Source: an optimization exercise on an open RTL-to-GDS flow (aim: small area, a short achievable clock period and few clock cycles). Production flows keep margins and buffers that such runs may drop. Where RTL was checked, it was by simulation tests only, not by an equivalence proof against the original.

before:
==> flow/design.v <==
module canopy_fec_rx (
    input  wire         clk,
    input  wire         rst,         
    input  wire         start,
    input  wire [30:0]  seed,
    input  wire         in_valid,
    output wire         in_ready,
    input  wire [13:0]  in_trits,
    output reg          out_valid,
    input  wire         out_ready,
    output reg  [9:0]   out_sym,
    output reg          out_era,     
    output reg          out_last,    
    output wire [159:0] out_synd,    
    output reg  [9:0]   out_nera     
);
    wire clr = rst | start;
    reg [13:0] ir_t;
    reg        ir_e;                 
    reg        ir_v;
    reg        rdy;
    assign in_ready = rdy;
    wire       ir_free;              
    wire [1:0] it6 = in_trits[13:12], it5 = in_trits[11:10], it4 = in_trits[9:8];
    wire [1:0] it3 = in_trits[7:6],   it2 = in_trits[5:4],   it1 = in_trits[3:2];
    wire [1:0] it0 = in_trits[1:0];
    wire in_era = it6[1] & it5[1] & (it4[1] | (it4[0] & ((it3 != 2'd0) | (it2[1] & (it1[1] | (it1[0] & it0[1]))))));
    always @(posedge clk) begin
        if (ir_free) begin
            ir_t <= in_trits;
            ir_e <= in_era;
        end
        ir_v <= ~clr & (in_valid | ~rdy);
    end
    wire dc_1 = ir_t[0] ^ ir_t[2] ^ ir_t[4];
    wire dc_2 = (ir_t[0] & ir_t[2]) | (ir_t[0] & ir_t[4]) | (ir_t[2] & ir_t[4]);
    wire dc_3 = ir_t[6] ^ ir_t[8] ^ ir_t[10];
    wire dc_4 = (ir_t[6] & ir_t[8]) | (ir_t[6] & ir_t[10]) | (ir_t[8] & ir_t[10]);
    wire dc_5 = ir_t[1] ^ (ir_t[2] | ir_t[3]) ^ ir_t[5];
    wire dc_6 = (ir_t[1] & (ir_t[2] | ir_t[3])) | (ir_t[1] & ir_t[5]) | ((ir_t[2] | ir_t[3]) & ir_t[5]);
    wire dc_7 = (ir_t[6] | ir_t[7]) ^ ir_t[9] ^ (ir_t[10] | ir_t[11]);
    wire dc_8 = ((ir_t[6] | ir_t[7]) & ir_t[9]) | ((ir_t[6] | ir_t[7]) & (ir_t[10] | ir_t[11])) | (ir_t[9] & (ir_t[10] | ir_t[11]));
    wire dc_9 = ir_t[3] ^ ir_t[7] ^ ir_t[11];
    wire dc_10 = (ir_t[3] & ir_t[7]) | (ir_t[3] & ir_t[11]) | (ir_t[7] & ir_t[11]);
    wire dc_11 = ir_t[4] ^ ir_t[6] ^ ir_t[12];
    wire dc_12 = (ir_t[4] & ir_t[6]) | (ir_t[4] & ir_t[12]) | (ir_t[6] & ir_t[12]);
    wire dc_13 = ir_t[5] ^ (ir_t[6] | ir_t[7]) ^ ir_t[8];
    wire dc_14 = (ir_t[5] & (ir_t[6] | ir_t[7])) | (ir_t[5] & ir_t[8]) | ((ir_t[6] | ir_t[7]) & ir_t[8]);
    wire dc_15 = ir_t[7] ^ ir_t[9] ^ (ir_t[10] | ir_t[11]);
    wire dc_16 = (ir_t[7] & ir_t[9]) | (ir_t[7] & (ir_t[10] | ir_t[11])) | (ir_t[9] & (ir_t[10] | ir_t[11]));
    wire dc_17 = ir_t[8] ^ (ir_t[10] | ir_t[11]) ^ ir_t[12];
    wire dc_18 = (ir_t[8] & (ir_t[10] | ir_t[11])) | (ir_t[8] & ir_t[12]) | ((ir_t[10] | ir_t[11]) & ir_t[12]);
    wire dc_19 = ir_t[9] ^ (ir_t[10] | ir_t[11]) ^ (ir_t[12] | ir_t[13]);
    wire dc_20 = (ir_t[9] & (ir_t[10] | ir_t[11])) | (ir_t[9] & (ir_t[12] | ir_t[13])) | ((ir_t[10] | ir_t[11]) & (ir_t[12] | ir_t[13]));
    wire dc_21 = dc_1 ^ dc_3 ^ ir_t[12];
    wire dc_22 = (dc_1 & dc_3) | (dc_1 & ir_t[12]) | (dc_3 & ir_t[12]);
    wire dc_23 = dc_2 ^ dc_4 ^ dc_5;
    wire dc_24 = (dc_2 & dc_4) | (dc_2 & dc_5) | (dc_4 & dc_5);
    wire dc_25 = dc_6 ^ dc_8 ^ dc_9;
    wire dc_26 = (dc_6 & dc_8) | (dc_6 & dc_9) | (dc_8 & dc_9);
    wire dc_27 = dc_12 ^ dc_13 ^ ir_t[10];
    wire dc_28 = (dc_12 & dc_13) | (dc_12 & ir_t[10]) | (dc_13 & ir_t[10]);
    wire dc_29 = dc_14 ^ dc_15 ^ ir_t[13];
    wire dc_30 = (dc_14 & dc_15) | (dc_14 & ir_t[13]) | (dc_15 & ir_t[13]);
    wire dc_31 = dc_20 ^ ir_t[11] ^ ir_t[13];
    wire dc_32 = (dc_20 & ir_t[11]) | (dc_20 & ir_t[13]) | (ir_t[11] & ir_t[13]);
    wire dc_33 = dc_22 ^ dc_23 ^ dc_7;
    wire dc_34 = (dc_22 & dc_23) | (dc_22 & dc_7) | (dc_23 & dc_7);
    wire dc_35 = dc_26 ^ dc_10 ^ dc_11;
    wire dc_36 = (dc_26 & dc_10) | (dc_26 & dc_11) | (dc_10 & dc_11);
    wire dc_37 = dc_30 ^ dc_16 ^ dc_17;
    wire dc_38 = (dc_30 & dc_16) | (dc_30 & dc_17) | (dc_16 & dc_17);
    wire dc_39 = dc_34 ^ dc_24 ^ dc_25;
    wire dc_40 = (dc_34 & dc_24) | (dc_34 & dc_25) | (dc_24 & dc_25);
    wire dc_41 = dc_36 ^ dc_27 ^ (ir_t[12] | ir_t[13]);
    wire dc_42 = (dc_36 & dc_27) | (dc_36 & (ir_t[12] | ir_t[13])) | (dc_27 & (ir_t[12] | ir_t[13]));
    wire dc_43 = dc_38 ^ dc_18 ^ dc_19;
    wire dc_44 = (dc_38 & dc_18) | (dc_38 & dc_19) | (dc_18 & dc_19);
    wire dc_45 = dc_42 ^ dc_28 ^ dc_29;
    wire dc_46 = (dc_42 & dc_28) | (dc_42 & dc_29) | (dc_28 & dc_29);
    wire [11:0] dc_ra = {1'b0, ir_t[13], dc_32, dc_44, dc_43, dc_46, dc_45, dc_41, dc_40, dc_39, dc_33, dc_21};
    wire [11:0] dc_rb = {1'b0, 1'b0, ir_t[12], dc_31, 1'b0, dc_37, 1'b0, 1'b0, dc_35, 1'b0, ir_t[13], 1'b0};
    wire [11:0] gval = dc_ra + dc_rb;
    wire        g_era  = ir_e;
    wire [10:0] g_bits = g_era ? 11'd0 : gval[10:0];
    reg  [30:0] scr;
    reg  [30:0] scr_next;
    reg  [10:0] key;
    integer b;
    always @(*) begin
        scr_next = scr;
        for (b = 10; b >= 0; b = b - 1) begin
            key[b]   = scr_next[30] ^ scr_next[27];
            scr_next = {scr_next[29:0], key[b]};
        end
    end
    reg [10:0] qd [0:2];
    reg [2:0]  qe;
    reg [2:0]  wp, rp;           
    reg [1:0]  n;                
    reg [3:0]  o;
    wire mv   = ir_v & (n != 2'd3);
    assign ir_free = ~ir_v | (n != 2'd3);
    wire have = n[1] | (n[0] & (o[3:1] == 3'd0));
    wire pop  = have & (~out_valid | out_ready);
    wire drop = pop & (o != 4'd0);
    wire [1:0] n_nx = n + {1'b0, mv} - {1'b0, drop};
    always @(posedge clk) begin
        if (start)
            scr <= seed;
        else if (mv)
            scr <= scr_next;
    end
    integer i;
    always @(posedge clk) begin
        for (i = 0; i < 3; i = i + 1)
            if (mv & wp[i]) begin
                qd[i] <= g_bits ^ key;
                qe[i] <= g_era;
            end
    end
    always @(posedge clk) begin
        if (clr) begin
            n   <= 2'd0;
            o   <= 4'd0;
            wp  <= 3'b001;
            rp  <= 3'b001;
            rdy <= 1'b1;
        end else begin
            n   <= n_nx;
            if (pop)
                o <= (o == 4'd0) ? 4'd10 : o - 4'd1;
            if (mv)
                wp <= {wp[1:0], wp[2]};
            if (drop)
                rp <= {rp[1:0], rp[2]};
            rdy <= ~(in_valid | ~rdy) | (n_nx != 2'd3);
        end
    end
    wire [10:0] qa = ({11{rp[0]}} & qd[0]) | ({11{rp[1]}} & qd[1]) | ({11{rp[2]}} & qd[2]);
    wire [10:0] qb = ({11{rp[2]}} & qd[0]) | ({11{rp[0]}} & qd[1]) | ({11{rp[1]}} & qd[2]);
    wire        ea = |(rp & qe);
    wire        eb = |({rp[1:0], rp[2]} & qe);
    wire [21:0] win    = {qa, qb};
    wire [21:0] win_sh = win << o;
    wire [9:0]  sym     = win_sh[21:12];
    wire        sym_era = ea | (eb & (o >= 4'd2));
    function [9:0] gf_mul(input [9:0] a, input [9:0] c);
        integer k;
        reg [9:0] acc;
        reg [9:0] sh;
        begin
            acc = 10'd0;
            sh  = a;
            for (k = 0; k < 10; k = k + 1) begin
                if (c[k])
                    acc = acc ^ sh;
                sh = {sh[8:0], 1'b0} ^ (sh[9] ? 10'h009 : 10'h000);
            end
            gf_mul = acc;
        end
    endfunction
    function [9:0] alpha_pow(input integer jj);
        integer k;
        reg [9:0] p;
        begin
            p = 10'd1;
            for (k = 0; k < jj; k = k + 1)
                p = gf_mul(p, 10'd2);
            alpha_pow = p;
        end
    endfunction
    localparam [9:0] POS0 = 10'h3ff;
    localparam [9:0] POSL = 10'h15b;
    reg  [9:0] pos;
    wire       is_last = (pos == POSL);
    reg        first;                
    reg [9:0] synd [0:15];
    integer j;
    always @(posedge clk) begin
        if (clr) begin
            pos       <= POS0;
            out_valid <= 1'b0;
            out_last  <= 1'b0;
            first     <= 1'b1;
        end else if (pop) begin
            out_valid <= 1'b1;
            out_last  <= is_last;
            first     <= is_last;
            pos       <= is_last ? POS0 : {pos[8:0], pos[9] ^ pos[6]};
        end else if (out_ready) begin
            out_valid <= 1'b0;
        end
    end
    always @(posedge clk) begin
        if (pop) begin
            out_sym  <= sym;
            out_era  <= sym_era;
            out_nera <= (first ? 10'd0 : out_nera) + {9'd0, sym_era};
            for (j = 0; j < 16; j = j + 1)
                synd[j] <= (first ? 10'd0 : gf_mul(synd[j], alpha_pow(j))) ^ sym;
        end
    end
    genvar g;
    generate
        for (g = 0; g < 16; g = g + 1) begin : g_synd
            assign out_synd[10*g +: 10] = synd[g];
        end
    endgenerate
endmodule
clock: 13.0 ns
lec_check: 0
cap_margin: 20
core_margin: 2
core_utilization: 40
slew_margin: 20
standard.sh (not shown) runs the stock make flow with config.mk's settings and CLKGATE_MAP_FILE= SYNTH_SCRIPT=/design/flow/synth_recipe.tcl, a recipe that flattens the netlist after the stock synthesis.
==> flow/flow/run.sh <==
#!/bin/bash
# The standard ORFS layout (the standard.sh: standard synthesis, floorplan,
# placement, CTS, routing), with two changes:
#  - the ports get plain sky130 buf_1 buffers instead of the delay cell that
#    buffer_ports picks by default (every port still gets its buffer);
#  - the resizer's repair_timing aims for 9 ns of setup slack instead of 0, so it
#    also works on paths that already meet the 13 ns clock.
# The SDC (clock period, I/O delays, loads) is the standard flow's, unchanged.
set -euo pipefail
bash standard.sh "BUFFER_PORTS_ARGS=-buffer_cell sky130_fd_sc_hd__buf_1" SETUP_SLACK_MARGIN=9 finish > standard_flow.log 2>&1
## Diff of input files: after against before
--- a/flow/design.v
+++ b/flow/design.v
@@ -13,26 +13,19 @@
     output reg          out_last,    
     output wire [159:0] out_synd,    
     output reg  [9:0]   out_nera     
 );
     wire clr = rst | start;
     reg [13:0] ir_t;
-    reg        ir_e;                 
     reg        ir_v;
     reg        rdy;
     assign in_ready = rdy;
     wire       ir_free;              
-    wire [1:0] it6 = in_trits[13:12], it5 = in_trits[11:10], it4 = in_trits[9:8];
-    wire [1:0] it3 = in_trits[7:6],   it2 = in_trits[5:4],   it1 = in_trits[3:2];
-    wire [1:0] it0 = in_trits[1:0];
-    wire in_era = it6[1] & it5[1] & (it4[1] | (it4[0] & ((it3 != 2'd0) | (it2[1] & (it1[1] | (it1[0] & it0[1]))))));
-    always @(posedge clk) begin
-        if (ir_free) begin
+    always @(posedge clk) begin
+        if (ir_free)
             ir_t <= in_trits;
-            ir_e <= in_era;
-        end
         ir_v <= ~clr & (in_valid | ~rdy);
     end
     wire dc_1 = ir_t[0] ^ ir_t[2] ^ ir_t[4];
     wire dc_2 = (ir_t[0] & ir_t[2]) | (ir_t[0] & ir_t[4]) | (ir_t[2] & ir_t[4]);
     wire dc_3 = ir_t[6] ^ ir_t[8] ^ ir_t[10];
     wire dc_4 = (ir_t[6] & ir_t[8]) | (ir_t[6] & ir_t[10]) | (ir_t[8] & ir_t[10]);
@@ -78,13 +71,13 @@
     wire dc_44 = (dc_38 & dc_18) | (dc_38 & dc_19) | (dc_18 & dc_19);
     wire dc_45 = dc_42 ^ dc_28 ^ dc_29;
     wire dc_46 = (dc_42 & dc_28) | (dc_42 & dc_29) | (dc_28 & dc_29);
     wire [11:0] dc_ra = {1'b0, ir_t[13], dc_32, dc_44, dc_43, dc_46, dc_45, dc_41, dc_40, dc_39, dc_33, dc_21};
     wire [11:0] dc_rb = {1'b0, 1'b0, ir_t[12], dc_31, 1'b0, dc_37, 1'b0, 1'b0, dc_35, 1'b0, ir_t[13], 1'b0};
     wire [11:0] gval = dc_ra + dc_rb;
-    wire        g_era  = ir_e;
+    wire        g_era  = gval[11];
     wire [10:0] g_bits = g_era ? 11'd0 : gval[10:0];
     reg  [30:0] scr;
     reg  [30:0] scr_next;
     reg  [10:0] key;
     integer b;
     always @(*) begin
### Flow results
after: PASS, flow complete, no timing, DRC or antenna violations. Relative to before, worst-case setup slack after placement has increased by 770 ps in after. Cell with the largest stage delay on the worst path = sky130_fd_sc_hd__fa_1: before; cell with the largest stage delay on the worst path = sky130_fd_sc_hd__fa_2: after. Compared with before, after shows share of synthesized cell area in and, or, nand and nor gates lower by 0.21 points. Diff before -> after: worst path setup slack after routing saw a decrease; maximum fanout along the worst path saw an increase; signal arrival time at the worst endpoint saw a decrease; placed instance count saw a decrease. Sequential share of layout area | after above before.
Testbench counts of after, summed over its fixed seeds: cycles 52,248.
No functional check of the RTL was part of before.

==> afterwards: timing with drivers on the ports <==
The results above use ideal ports. As a check the final layouts listed here were re-extracted and re-timed, cells and wires unchanged. Step 1 sets driving cells, clkbuf_16 on the clock port and buf_2 on the other inputs (assumed; they add their load-dependent delay and slew). Step 2 also shifts input and output timing later by t, the mid clock arrival at the registers, as if the neighbouring blocks saw the same clock. a / b / c = no drivers / after step 1 / after step 2; a / b = the first two.
run	shift t [ns]	setup WS [ns]	latest minus earliest clock arrival (ns)	worst register clock-pin slew, ns	cell pins on the clock port's net
before	0.580	9.081 / 9.079 / 8.666	0.016 / 0.016	0.06 / 0.06	1
after	0.569	9.033 / 9.033 / 8.534	0.011 / 0.011	0.06 / 0.06	1
After both steps every run listed still meets setup and hold. For after, which loses most, drivers alone change the setup slack by 0.000 ns; drivers and shift together by -0.499 ns.
